Context: an optimization exercise on an open-source flow, tuned for small area and a short achievable clock period. The choices shown serve that exercise and are no tape-out recipe. No functional check of the RTL was part of any run shown here.

==> flow/design.v, too long to show whole: its modules and the start of the top module <==
// module wk512_munit: 1866 lines
module wk512_munit (
    input  wire        clk,
    input  wire        rst,         
    input  wire        in_valid,
    input  wire        in_short,
    input  wire [6:0]  in_opc,
    input  wire [4:0]  in_dst,
    input  wire [4:0]  in_src,
    input  wire [31:0] in_a,
    input  wire [31:0] in_b,
    input  wire        in_chain,
    output reg         g3_wen,
    output reg  [4:0]  g3_dst,
    output reg  [31:0] g3_data,
    output reg         g1_wen,
    output reg  [4:0]  g1_dst,
    output reg  [31:0] g1_data,
    output reg  [63:0] ac0,
    output reg  [63:0] ac1
);
  // ...
==> flow/run.sh <==
#!/bin/bash
# synth_recipe.tcl (not shown) runs the flow's synth.tcl, then flattens the netlist and writes it again
# the make line also repeats each setting of config.mk as NAME=value (left out here)
make -C /OpenROAD-flow-scripts/flow DESIGN_CONFIG=/design/flow/config.mk WORK_HOME=/design/flow/orfs CLKGATE_MAP_FILE= SYNTH_SCRIPT=/design/flow/synth_recipe.tcl finish
==> flow/config.mk <==
export PLATFORM = sky130hd
export DESIGN_NAME = wk512_munit
export DESIGN_NICKNAME = wk512_munit
export VERILOG_FILES = /design/flow/design.v
export SDC_FILE = /design/flow/constraint.sdc
export NUM_CORES = 4
export LEC_CHECK = 0
export CAP_MARGIN = 20
export CORE_MARGIN = 2
export CORE_UTILIZATION = 40
export SLEW_MARGIN = 20
==> flow/constraint.sdc <==
create_clock -name core_clock -period 11.5 [get_ports {clk}]
set_input_delay 2.3000 -clock core_clock [delete_from_list [all_inputs] [get_ports {clk}]]
set_output_delay 2.3000 -clock core_clock [all_outputs]
set_load 0.01 [all_outputs]
==> notes.md, run 1 <==
- Status: no timing/DRC/antenna violations
- DRT met1 WL: between 100000 and 150000 µm
- Inverters, non-clock: between 600 and 700
- Final hold slack: roughly 0.32 ns
- Design area: about 67000 µm²
- Clock buffers: slightly above 90
- Grt total ovfl: 0
- Setup WS pre-CTS: about 2.3 ns
- Routed wl met2: 121000 µm
- Final Non-Filler Cells: approximately 8900
- Max-area cell class: multi-input combinational cells
- Clock Sinks: around 550
- Post-synthesis mux area share: about an eighth
- Largest net degree at the start of global routing: just under 90
- Clk root buf: clkbuf_16
- Hold path cells: 0
- RSZ-0062 raised after global routing: no
- GRT met3 Usage: 11.20%
- Worst Setup SP: s1_a[31]
- Die Wd: just under 400 µm
- Number of well taps: just under 2000
- Multi-In Gates: around 5000
==> run 2: changes to the inputs <==
--- a/flow/design.v
+++ b/flow/design.v
@@ -82,17 +82,23 @@
     wire        grd = sx[0];
     wire [31:0] xs  = v[62:31] ^ {32{v[63]}};
     wire [31:0] m_big = sh[5] ? 32'd0 : (32'hFFFF_FFFF << sh[4:0]);
     wire        big = |(xs & m_big);
     wire [4:0]  shm = sh[4:0] - 5'd1;              
     wire [30:0] m_cl = 31'h7FFF_FFFF << shm;
     wire        clamp = !v[63] && sh[5] && (sh[4:0] != 5'd0) && (&(v[62:32] | ~m_cl));
     wire        inc = rnd && grd && !clamp;
-    wire [31:0] wi  = w + {31'd0, inc};
+    wire [31:0] pa0 = {w[30:0], inc};
+    wire [31:0] pa1 = pa0 & {pa0[30:0], 1'b1};
+    wire [31:0] pa2 = pa1 & {pa1[29:0], 2'b11};
+    wire [31:0] pa3 = pa2 & {pa2[27:0], 4'hF};
+    wire [31:0] pa4 = pa3 & {pa3[23:0], 8'hFF};
+    wire [31:0] pa5 = pa4 & {pa4[15:0], 16'hFFFF};
+    wire [31:0] wi  = w ^ pa5;
     wire        w_ones = &w[30:0];
     reg  [31:0] ext_q;
     always @(*) begin
         if (v[63])
             ext_q = big ? 32'h8000_0000 : wi;
         else
             ext_q = (big || (inc && w_ones)) ? 32'h7FFF_FFFF : wi;
     end
@@ -1803,49 +1809,61 @@
     wire fs1029 = fc908 ^ fs909 ^ nc15;
     wire fc1030 = (fc908 & fs909) | (fc908 & nc15) | (fs909 & nc15);
     wire fs1031 = fc910 ^ fs911 ^ pp14_32;
     wire fc1032 = (fc910 & fs911) | (fc910 & pp14_32) | (fs911 & pp14_32);
     wire fs1033 = fc912 ^ pp16_30 ^ nc16;
     wire fc1034 = (fc912 & pp16_30) | (fc912 & nc16) | (pp16_30 & nc16);
     wire fs1035 = pps15 ^ pp16_31 ^ pp15_32;
     wire fc1036 = (pps15 & pp16_31) | (pps15 & pp15_32) | (pp16_31 & pp15_32);
-    wire [63:0] pr0 = {fc1034, fc1032, fc1030, fc1028, fc1026, fc1024, fc1022, fc1020, fc1018, fc1016, fc1014, fc1012, fc1010, fc1008, fc1006, fc1004, fc1002, fc1000, fc998, fc996, fc994, fc992, fc990, fc988, fc986, fc984, fc982, fc980, fc978, fc976, fc974, fc972, fc970, fc968, fc966, fc964, fc962, fc960, fc958, fc956, fc954, fc952, fc950, fc948, fc946, fc944, fc942, fc940, fc938, fc936, fc934, fc932, fc930, fc928, fc926, fc924, fc922, fc920, fc918, hc916, hc914, hs913, pp0_1, pp0_0};
-    wire [63:0] pr1 = {fs1035, fs1033, fs1031, fs1029, fs1027, fs1025, fs1023, fs1021, fs1019, fs1017, fs1015, fs1013, fs1011, fs1009, fs1007, fs1005, fs1003, fs1001, fs999, fs997, fs995, fs993, fs991, fs989, fs987, fs985, fs983, fs981, fs979, fs977, fs975, fs973, fs971, fs969, fs967, fs965, fs963, fs961, fs959, fs957, fs955, fs953, fs951, fs949, fs947, fs945, fs943, fs941, fs939, fs937, fs935, fs933, fs931, fs929, fs927, fs925, fs923, fs921, fs919, fs917, hs915, bn1, 1'b0, bn0};
-    wire [63:0] prod = pr0 + pr1;
+    wire [64:0] pr0 = {fc1036, fc1034, fc1032, fc1030, fc1028, fc1026, fc1024, fc1022, fc1020, fc1018, fc1016, fc1014, fc1012, fc1010, fc1008, fc1006, fc1004, fc1002, fc1000, fc998, fc996, fc994, fc992, fc990, fc988, fc986, fc984, fc982, fc980, fc978, fc976, fc974, fc972, fc970, fc968, fc966, fc964, fc962, fc960, fc958, fc956, fc954, fc952, fc950, fc948, fc946, fc944, fc942, fc940, fc938, fc936, fc934, fc932, fc930, fc928, fc926, fc924, fc922, fc920, fc918, hc916, hc914, hs913, pp0_1, pp0_0};
+    wire [64:0] pr1 = {1'b1, fs1035, fs1033, fs1031, fs1029, fs1027, fs1025, fs1023, fs1021, fs1019, fs1017, fs1015, fs1013, fs1011, fs1009, fs1007, fs1005, fs1003, fs1001, fs999, fs997, fs995, fs993, fs991, fs989, fs987, fs985, fs983, fs981, fs979, fs977, fs975, fs973, fs971, fs969, fs967, fs965, fs963, fs961, fs959, fs957, fs955, fs953, fs951, fs949, fs947, fs945, fs943, fs941, fs939, fs937, fs935, fs933, fs931, fs929, fs927, fs925, fs923, fs921, fs919, fs917, hs915, bn1, 1'b0, bn0};
     reg        s2_v, s2_acw, s2_idx, s2_chain, s2_sat, s2_hi, s2_m16;
     reg [4:0]  s2_dst;
-    reg [63:0] s2_p;
+    reg [64:0] s2_ps, s2_pc;    
     reg [63:0] s2_acc;
     always @(posedge clk) begin
         if (rst) begin
             s2_v <= 1'b0;
         end else begin
             s2_v <= s1_v;
         end
         s2_acw   <= s1_acw;
         s2_idx   <= s1_idx;
         s2_chain <= s1_chain;
         s2_sat   <= s1_sat;
         s2_hi    <= s1_hi;
         s2_m16   <= s1_m16;
         s2_dst   <= s1_dst;
-        s2_p     <= prod;
+        s2_ps    <= pr0;
+        s2_pc    <= pr1;
         s2_acc   <= s1_acc;
     end
+    wire [48:0] mx  = s2_ps[64:16];
+    wire [48:0] my  = s2_pc[64:16];
+    wire        c16 = |(s2_ps[15:0] | s2_pc[15:0]);
+    wire        ex  = mx[48] | my[48] | mx[47];
+    wire        ey  = mx[48] & my[48] & mx[47];
+    wire [64:0] op_x = s2_m16 ? {{16{ex}}, mx} : s2_ps;
+    wire [64:0] op_y = s2_m16 ? {{16{ey}}, my} : s2_pc;
+    wire        cin  = s2_m16 & c16;
     reg [63:0] last_acc;
-    wire [63:0] pe   = s2_m16 ? {{31{s2_p[48]}}, s2_p[48:16]} : s2_p;
-    wire [63:0] base = s2_chain ? last_acc : s2_acc;
-    wire [63:0] sum  = base + pe;
-    wire        ovf  = (base[63] == pe[63]) && (sum[63] != base[63]);
-    wire [63:0] acc_res = (s2_sat && ovf) ? {base[63], {63{!base[63]}}} : sum;
+    reg        s3_hi;
+    wire [63:0] base  = s2_chain ? last_acc : s2_acc;
+    wire [64:0] op_b  = {base[63], base};
+    wire [64:0] csa_s = op_b ^ op_x ^ op_y;
+    wire [64:0] csa_c = (op_b & op_x) | (op_b & op_y) | (op_x & op_y);
+    wire [64:0] sum   = csa_s + {csa_c[63:0], cin};
+    wire        ovf   = sum[64] ^ sum[63];
+    wire [63:0] acc_res = (s2_sat && ovf) ? {sum[64], {63{!sum[64]}}} : sum[63:0];
     wire acc3_we = s2_v && s2_acw;
     wire acc1_we = in_valid && d_wr;
     always @(posedge clk) begin
         last_acc <= acc_res;
+        s3_hi    <= s2_hi;
         if (rst) begin
             ac0     <= 64'd0;
             ac1     <= 64'd0;
             g3_wen  <= 1'b0;
             g1_wen  <= 1'b0;
         end else begin
             if (acc1_we && !d_acc_idx)
                 ac0 <= wr_val;
@@ -1854,13 +1872,13 @@
             if (acc1_we && d_acc_idx)
                 ac1 <= wr_val;
             else if (acc3_we && s2_idx)
                 ac1 <= acc_res;
             g3_wen <= s2_v && !s2_acw && (s2_dst != 5'd0);
             g1_wen <= in_valid && d_rd && (in_dst != 5'd0);
         end
         g3_dst  <= s2_dst;
-        g3_data <= s2_hi ? s2_p[63:32] : s2_p[31:0];
         g1_dst  <= in_dst;
         g1_data <= rd_val;
     end
+    always @(*) g3_data = s3_hi ? last_acc[63:32] : last_acc[31:0];
 endmodule
==> flow/config.mk (replaced) <==
export PLATFORM = sky130hd
export DESIGN_NAME = wk512_munit
export DESIGN_NICKNAME = wk512_munit
export VERILOG_FILES = /design/flow/design.v
export SDC_FILE = /design/flow/constraint.sdc
export NUM_CORES = 4
export LEC_CHECK = 0
export CAP_MARGIN = 20
export CORE_MARGIN = 2
export CORE_UTILIZATION = 30
export PLACE_DENSITY = 0.45
export SETUP_SLACK_MARGIN = 5
export SLEW_MARGIN = 20
==> notes.md, run 2 <==
- CTS buffer count: 75 (was 66)
- Core Box Area: 183500 µm² (was 147800 µm²)
- Placed cell area: 61450 µm² (was 64570 µm²)
- Max_slew headroom: 21.08% (was 18.01%)
- First-pass GRT wire length: 410100 µm (was 406500 µm)
- Synth area leaders: dfxtp_1 21%, fa_1 19%, xnor2_1 6.7% (was dfxtp_1 18%, fa_1 16%, xnor2_1 6.4%)
- Synth Cell Area: 55540 µm² (was 59590 µm²)
- Most frequent cells after synthesis: 578 x dfxtp_1, 538 x fa_1, 505 x inv_1 (was 624 x inv_1, 545 x dfxtp_1, 544 x nand2_1)
- Ys flop type: dfxtp_1 (unchanged)
- Starting Density: 30.27% (was 40.31%)
- Final Cycle Share: 57.16% (was 82.68%)
- Register area share after synthesis: 20.83% (was 18.31%)
- RD Place Congestion: 0.9911 (was 1.085)
- Clock Sinks: 578 (was 545)
- Final Skew: 0.08053 ns (was 0.03239 ns)
- Unique masters post-synth: 92 (was 113)
- Grt total ovfl: 0 (unchanged)
- WP data required: 12.05 ns (was 12.10 ns)
- Clk root buf: clkbuf_16 (unchanged)
- Status: no timing/DRC/antenna violations (unchanged)
- Vias in the first global route: 49930 (was 55420)
- Synth Register Bits: 578 (was 545)
- CP Buf/Inv Count: 2 (was 5)
- Die Ht: 434.3 µm (was 390.0 µm)
- DRT Pass-1 Iters: 6 (was 10)
- CP Launch Type: input pin (was register)
- Worst-Margin Slew: 1.182 ns (was 1.196 ns)
- Final Non-Filler Cells: 8855 (was 8913)
- Full die area: 188600 µm² (was 152100 µm²)
- Die Wd: 434.3 µm (was 390.0 µm)
- Hold EP: s2_acc[26] (was s2_acc[10])
- Via density per instance: 5.855 (was 6.513)
- Slew Viols, Final: 0 (unchanged)
- Nets: 7034 (was 7654)
- # setup viols final: 0 (unchanged)
- Design area: 64800 µm² (was 66850 µm²)
- Hold path cells: 0 (unchanged)
- WS Path Type: in -> reg (was reg -> reg)
- CTS tree: done (unchanged)
- Cell chain of the critical path: clkdlybuf4s50_1, buf_6, nand2_2, a21oi_1, a21boi_1, a221oi_2, o221a_4, a211o_1, or4_1, or4_1, o22ai_4, nand2_4, o211ai_1
- Most frequent cells in the layout: 573 x dfxtp_1, 538 x fa_1, 502 x inv_1 (was 623 x inv_1, 542 x nand2_1, 540 x dfxtp_1)
- DP HPWL: 229100 µm (was 215600 µm)
- Reg2reg end: ac0[11] (was s2_p[60])
- EDFF count, synth: 0 (unchanged)
- Crit-path max FO: 26 (was 20)
- First DRT Iteration DRCs: 6383 (was 8292)
- Maxcap violations: 0 (unchanged)
- Avg Synthesized Cell Area: 8.898 µm² (was 8.632 µm²)
- Post-Syn Nets: 6972 (was 7631)
- Synth warnings: 1 (unchanged)
- Initial antenna violation count: 56 (was 15)
- Top delay family on crit path: compound AO/OA/AOI/OAI gates (was adder cells)
- Vias: 51850 (was 58050)
- I/O Pins: 290 (unchanged)
- Clock slew at reported path FFs: 0.06 ns (about the same)
- Most common cell after layout, fill and taps aside: dfxtp_1 (was inv_1)
- Total track usage: 30.81% (was 36.50%)
- FF-to-FF Start: s2_chain (was s1_a[31])
- Area growth from synthesis to layout: 16.67% (was 12.18%)
- Final wirelength: 298000 µm (was 286400 µm)
- R2r worst-path depth: 17 (was 28)
- Largest net degree at the start of global routing: 84 (was 88)
- Biggest register: s2_ps
- Final hold slack: 0.3109 ns (was 0.3220 ns)
- Final setup TNS: 0 ns (unchanged)
- Hold Violations, Final: 0 (unchanged)
- Share of cells above drive strength 1: 13.18% (was 11.61%)
- Crit-path max cell delay: 0.68 ns (was 0.79 ns)
- RSZ-0062 raised after global routing: yes (was no)
- Synth async-reset ratio: 0% (unchanged)
- F_max: 152.1 MHz (was 105.2 MHz)
- Avg WL per Cell: 33.66 µm (was 32.14 µm)
- Crit path depth: 13 (was 28)
- Arr. time, crit path: 7.12 ns (was 10.11 ns)
- Post-route ant nets: 0 (unchanged)
- Flop2flop setup slack: 5.13 ns (was 1.99 ns)
- Most used cell, CP: or4_1 (was fa_1)
- # H-tree levels: 3 (unchanged)
- Top-area cell type share of the netlist area: 20.83% (was 18.31%)
- FILL cells: 19070 (was 14430)
- Count leader, synth: dfxtp_1 (was inv_1)
- Hold_sp: s1_acc[26] (was s1_acc[10])
- Post-synth top area cell: dfxtp_1 (unchanged)
- IO buf count: 285 (unchanged)
- Fin crit period: 6.573 ns (was 9.508 ns)
- Drt drc: 0 (unchanged)
- Clock buffer depth: 3 (unchanged)
- Crit end category: register (unchanged)
- Post-CTS Hold Buffers: 0 (unchanged)
- Syn Inst Count: 6242 (was 6903)
- Worst-Skew Late Latency: 0.71 ns (was 0.67 ns)
- Slowest-stage cell, CP: or4_1 (was dfxtp_1)
- Placed Cells: 8675 (was 8788)
- Max reg flops: 65
- Row count: 157 (was 141)
- Min-delay worst type: reg -> reg (unchanged)
-- run 2: how the worst max path moves through the flow --
stage,slack [ns],end,startpoint
6_report,4.93,g1_data[20],in_b[5]
5_1_grt,4.90,g1_data[20],in_b[0]
4_1_cts,5.00,ac0[11],in_opc[1]
3_5_place_dp,3.39,g1_data[20],in_src[0]
3_3_place_gp,3.41,g1_data[20],in_src[0]
2_1_floorplan,5.25,g1_data[27],in_b[2]
-- run 2: worst register-to-register path: stages, from the launching register on --
cell and delay [ns]:
dfxtp_4 0.54, buf_12 0.34, mux2_2 0.50, fa_1 0.46, ha_1 0.46, a21oi_1 0.35
o21bai_1 0.11, a21oi_1 0.36, nand2_1 0.12, a221o_1 0.37, o211a_1 0.26, or3_1 0.44
a21oi_4 0.41, nand3_4 0.32, buf_4 0.38, buf_4 0.29, a21oi_1 0.36, o21ai_0 0.16
-- run 2: area by class of cell --
| cell class | count | area, µm² | share of cell area, % |
|---|---|---|---|
| flip-flops and latches | 578 | 11580 | 17.88 |
| diodes | 31 | 77.57 | 0.1197 |
| clock inverters | 36 | 586.8 | 0.9056 |
| inverters | 513 | 1938 | 2.991 |
| clock buffers | 97 | 2110 | 3.255 |
| multi-input cells | 4639 | 40760 | 62.91 |
| well taps | 2464 | 3083 | 4.758 |
| repair buffers | 497 | 4657 | 7.187 |
-- run 2: repair_timing --
action	4_1_cts	5_1_grt
setup buffers	5	10
gates cloned	0	1
hold endpoints to repair	0	0
pin swaps	3	3
resized for setup	53	44
endpoints found under the setup margin	217	129
-- run 2: cell families (layout without fill, tap and decap cells) --
family          count (synthesis)  in the layout  synth area share [%]
xor+xnor                      685            685                 10.80
compound gates               1662           1662                 19.51
simple gates                 1232           1232                 10.31
buf+inv                      1025           1143                 7.152
other cells                     0             31                     0
fa+ha+maj                     644            644                 21.78
flops                         578            578                 20.83
mux                           416            416                 9.617
-- run 2: per-stage QoR --
stage               worst slack (ns)  utilization (%)
floorplan                      5.253                -
global placement               3.408            33.49
detailed placement             3.388            33.49
CTS                            5.002            35.12
global route                   4.901            35.30
finish                         4.927            35.32
-- run 2: layer usage --
| metal | track usage, % | up-vias | part of all wire, % |
|---|---|---|---|
| li1 | - | 21940 | - |
| met1 | 42.29 | 26460 | 42 |
| met2 | 47.11 | 2913 | 44 |
| met3 | 5.854 | 539 | 8.7 |
| met4 | 13.01 | 4 | 4.7 |
| met5 | 0 | - | 0.011 |
==> run 3: changes to the inputs <==
--- a/flow/config.mk
+++ b/flow/config.mk
@@ -8,6 +8,5 @@
 export CAP_MARGIN = 20
 export CORE_MARGIN = 2
-export CORE_UTILIZATION = 30
-export PLACE_DENSITY = 0.45
+export CORE_UTILIZATION = 40
 export SETUP_SLACK_MARGIN = 5
 export SLEW_MARGIN = 20
==> notes.md, run 3 <==
- Final Cycle Share: 56.71% (was 57.16%)
- IO buf count: 285 (unchanged)
- Hold Violations, Final: 0 (unchanged)
- CP Launch Type: input pin (unchanged)
- I/O Pins: 290 (unchanged)
- Worst-Margin Slew: 1.252 ns (was 1.182 ns)
- Max reg flops: 65 (unchanged)
- Slowest-stage cell, CP: or4_1 (unchanged)
- Simple-gate share of the synthesized area: 10.31% (unchanged)
- # H-tree levels: 3 (unchanged)
- Worst-Skew Late Latency: 0.69 ns (was 0.71 ns)
- Full die area: 141900 µm² (was 188600 µm²)
- R2r worst-path depth: 19 (was 17)
- Most frequent cells after synthesis: 578 x dfxtp_1, 538 x fa_1, 505 x inv_1 (unchanged)
- Hold EP: s2_acc[13] (was s2_acc[26])
- Crit-path max cell delay: 0.72 ns (was 0.68 ns)
- Setup WS pre-CTS: 3.305 ns (was 3.388 ns)
- Clock Sinks: 578 (unchanged)
- Crit path depth: 13 (unchanged)
- Clock buffer depth: 3 (unchanged)
- XOR/XNOR Fraction of Synth Area: 10.80% (unchanged)
- Core Box Area: 137700 µm² (was 183500 µm²)
- Final Skew: 0.05289 ns (was 0.08053 ns)
- Synth warnings: 1 (unchanged)
- Synth async-reset ratio: 0% (unchanged)
- Post-synthesis mux area share: 9.617% (unchanged)
- Top-area cell type share of the netlist area: 20.83% (unchanged)
- Post-synth top area cell: dfxtp_1 (unchanged)
- CTS buffer count: 70 (was 75)
- Synth Cell Area: 55540 µm² (unchanged)
- Max_slew headroom: 15.95% (was 21.08%)
- Avg WL per Cell: 34.16 µm (was 33.66 µm)
- WS Path Type: in -> reg (unchanged)
- Min-delay worst type: reg -> reg (unchanged)
- First-pass GRT wire length: 386800 µm (was 410100 µm)
- Final hold slack: 0.3225 ns (was 0.3109 ns)
- Post-route ant nets: 0 (unchanged)
- CTS tree: done (unchanged)
- Vias: 52670 (was 51850)
- Final wirelength: 277600 µm (was 298000 µm)
- Post-CTS Hold Buffers: 0 (unchanged)
- WP data required: 12.08 ns (was 12.05 ns)
- Area growth from synthesis to layout: 14.39% (was 16.67%)
- RSZ-0062 raised after global routing: no (was yes)
- Syn Inst Count: 6242 (unchanged)
- Die Ht: 376.6 µm (was 434.3 µm)
- Starting Density: 40.35% (was 30.27%)
- Share of cells above drive strength 1: 12.80% (was 13.18%)
- DP HPWL: 214100 µm (was 229100 µm)
- Status: no timing/DRC/antenna violations (unchanged)
- Arr. time, crit path: 7.10 ns (was 7.12 ns)
- Unique masters post-synth: 92 (unchanged)
- Synth area leaders: dfxtp_1 21%, fa_1 19%, xnor2_1 6.7% (unchanged)
- Most used cell, CP: nand4_1 (was or4_1)
- RD Place Congestion: 1.035 (was 0.9911)
- Synth Register Bits: 578 (unchanged)
- Flop2flop setup slack: 5.20 ns (was 5.13 ns)
- Ys flop type: dfxtp_1 (unchanged)
- Compound-Gate Fraction of Synth Area: 19.51% (unchanged)
- Initial antenna violation count: 27 (was 56)
- Cell chain of the critical path: buf_8, buf_12, mux2i_1, mux4_2, mux2i_2, a32oi_1, nand4_1, nand4_1, or2_2, or4_1, o22ai_4, nand2_4, o221a_2 (was clkdlybuf4s50_1, buf_6, nand2_2, a21oi_1, a21boi_1, a221oi_2, o221a_4, a211o_1, or4_1, or4_1, o22ai_4, nand2_4, o211ai_1)
- Most frequent cells in the layout: 574 x dfxtp_1, 538 x fa_1, 503 x inv_1 (was 573 x dfxtp_1, 538 x fa_1, 502 x inv_1)
- Largest net degree at the start of global routing: 73 (was 84)
- Via density per instance: 6.482 (was 5.855)
- Grt total ovfl: 0 (unchanged)
- Count leader, synth: dfxtp_1 (unchanged)
- Fin crit period: 6.522 ns (was 6.573 ns)
- Crit end category: register (unchanged)
- Clk root buf: clkbuf_16 (unchanged)
- FF-to-FF Start: s2_m16 (was s2_chain)
- Hold path cells: 0 (unchanged)
- Biggest register: s2_ps (unchanged)
- First DRT Iteration DRCs: 7899 (was 6383)
- DRT Pass-1 Iters: 8 (was 6)
- Avg Synthesized Cell Area: 8.898 µm² (unchanged)
- Die Wd: 376.6 µm (was 434.3 µm)
- Vias in the first global route: 50080 (was 49930)
- Total track usage: 38.03% (was 30.81%)
- Post-Syn Nets: 6972 (unchanged)
- Most common cell after layout, fill and taps aside: dfxtp_1 (unchanged)
- EDFF count, synth: 0 (unchanged)
- F_max: 153.3 MHz (was 152.1 MHz)
- Crit-path max FO: 55 (was 26)
- # setup viols final: 0 (unchanged)
- Reg2reg end: ac1[11] (was ac0[11])
- Final setup TNS: 0 ns (unchanged)
- Register area share after synthesis: 20.83% (unchanged)
- CP Buf/Inv Count: 2 (unchanged)
- Final Worst Setup Slack: 4.978 ns (was 4.927 ns)
- Hold_sp: s1_acc[13] (was s1_acc[26])
- Nets: 7000 (was 7034)
- Adder-cell share of the synthesized area: 21.78% (unchanged)
- Slew Viols, Final: 0 (unchanged)
- Row count: 136 (was 157)
- Main combinational cell family by area after synthesis: adder cells (unchanged)
- FILL cells: 13180 (was 19070)
- Drt drc: 0 (unchanged)
- Maxcap violations: 0 (unchanged)
- Clock slew at reported path FFs: 0.06 ns (about the same)
- Top delay family on crit path: simple AND/OR/NAND/NOR gates (was compound AO/OA/AOI/OAI gates)
- Worst Setup SP: in_src[0] (was in_b[5])
run 3: layout make-up:
class / instances / area (µm²) / area share (%)
diodes: 4 / 10.01 / 0.01575
clock buffers: 87 / 1928 / 3.035
clock inverters: 42 / 725.7 / 1.142
inverters: 513 / 1936 / 3.047
multi-input cells: 4641 / 40760 / 64.16
flip-flops and latches: 578 / 11580 / 18.23
well taps: 1794 / 2245 / 3.533
repair buffers: 466 / 4344 / 6.838
run 3: worst max path at each step:
| stage | to | slack [ns] |
|---|---|---|
| 2_1_floorplan | g1_data[27] | 5.25 |
| 3_3_place_gp | g1_data[25] | 3.26 |
| 3_5_place_dp | g1_data[25] | 3.30 |
| 4_1_cts | ac1[15] | 5.03 |
| 5_1_grt | g1_data[31] | 5.00 |
| 6_report | g1_data[31] | 4.98 |
run 3: cells by family (layout without fill, tap and decap cells):
logic type / count (synthesis) / count (layout)
mux: 416 / 416
buf+inv: 1025 / 1108
simple gates: 1232 / 1233
flops: 578 / 578
xor+xnor: 685 / 685
compound gates: 1662 / 1663
fa+ha+maj: 644 / 644
other cells: 0 / 4
run 3: layer usage:
layer	vias to the layer above	track usage, %	routed length [µm]	part of all wire, %
met5	-	0	149	0.054
met4	22	17.37	14940	5.4
met3	639	11.95	36980	13
met2	3813	53.59	113100	41
met1	26350	52.74	112400	41
li1	21840	-	-	-
run 3: per-stage QoR:
step           std cells  utilization, %  area [µm²]
2_1_floorplan       6242               -       55540
3_3_place_gp        7977           43.83       60330
3_5_place_dp        7977           43.83       60340
4_1_cts             8111           45.97       63280
5_1_grt             8123           46.15       63530
6_report            8125           46.15       63530
run 3: what timing repair did:
item | CTS | global route
pin swaps | 3 | 6
setup buffers | 5 | 7
resized for setup | 59 | 38
endpoints found under the setup margin | 222 | 202
cloned | 0 | 2
run 3: worst register-to-register path, delay by kind of cell (launching register included):
family / cells / cell delay (ns)
AO/OA/AOI/OAI: 9 / 2.61
buffers and inverters: 4 / 1.19
adder cells (fa/ha/maj): 2 / 0.92
AND/OR/NAND/NOR: 4 / 0.91
flip-flops: 1 / 0.56

-- separate check: timing with driven ports --
No port has a modelled driver above. Below, the same layouts with a new extraction and two added sets of constraints. Step 1 sets driving cells, clkbuf_16 on the clock port and buf_2 on the other inputs (assumed; they add their load-dependent delay and slew). Step 2 adds t to the input delays and takes it off the output delays; t is the mean of the earliest and latest rising clock arrival at the registers after step 1. Input paths then give back, and output paths get back, about the clock's delay inside the block. a / b / c = no drivers / after step 1 / after step 2; a / b = the first two.
run	t, ns	setup slack, ns	latest minus earliest clock arrival (ns)	worst slew at a driven data input, ns	pins driven straight from the clock port
run 1	0.739	1.992 / 1.992 / 1.992	0.033 / 0.032	0.17	1
run 2	0.738	4.927 / 4.907 / 4.170	0.081 / 0.081	0.21	1
run 3	0.726	4.978 / 4.984 / 4.258	0.053 / 0.053	0.13	1
After both steps setup and hold are still met in every run listed. For run 2, which loses most, drivers alone change the setup slack by -0.020 ns; drivers and shift together by -0.757 ns.
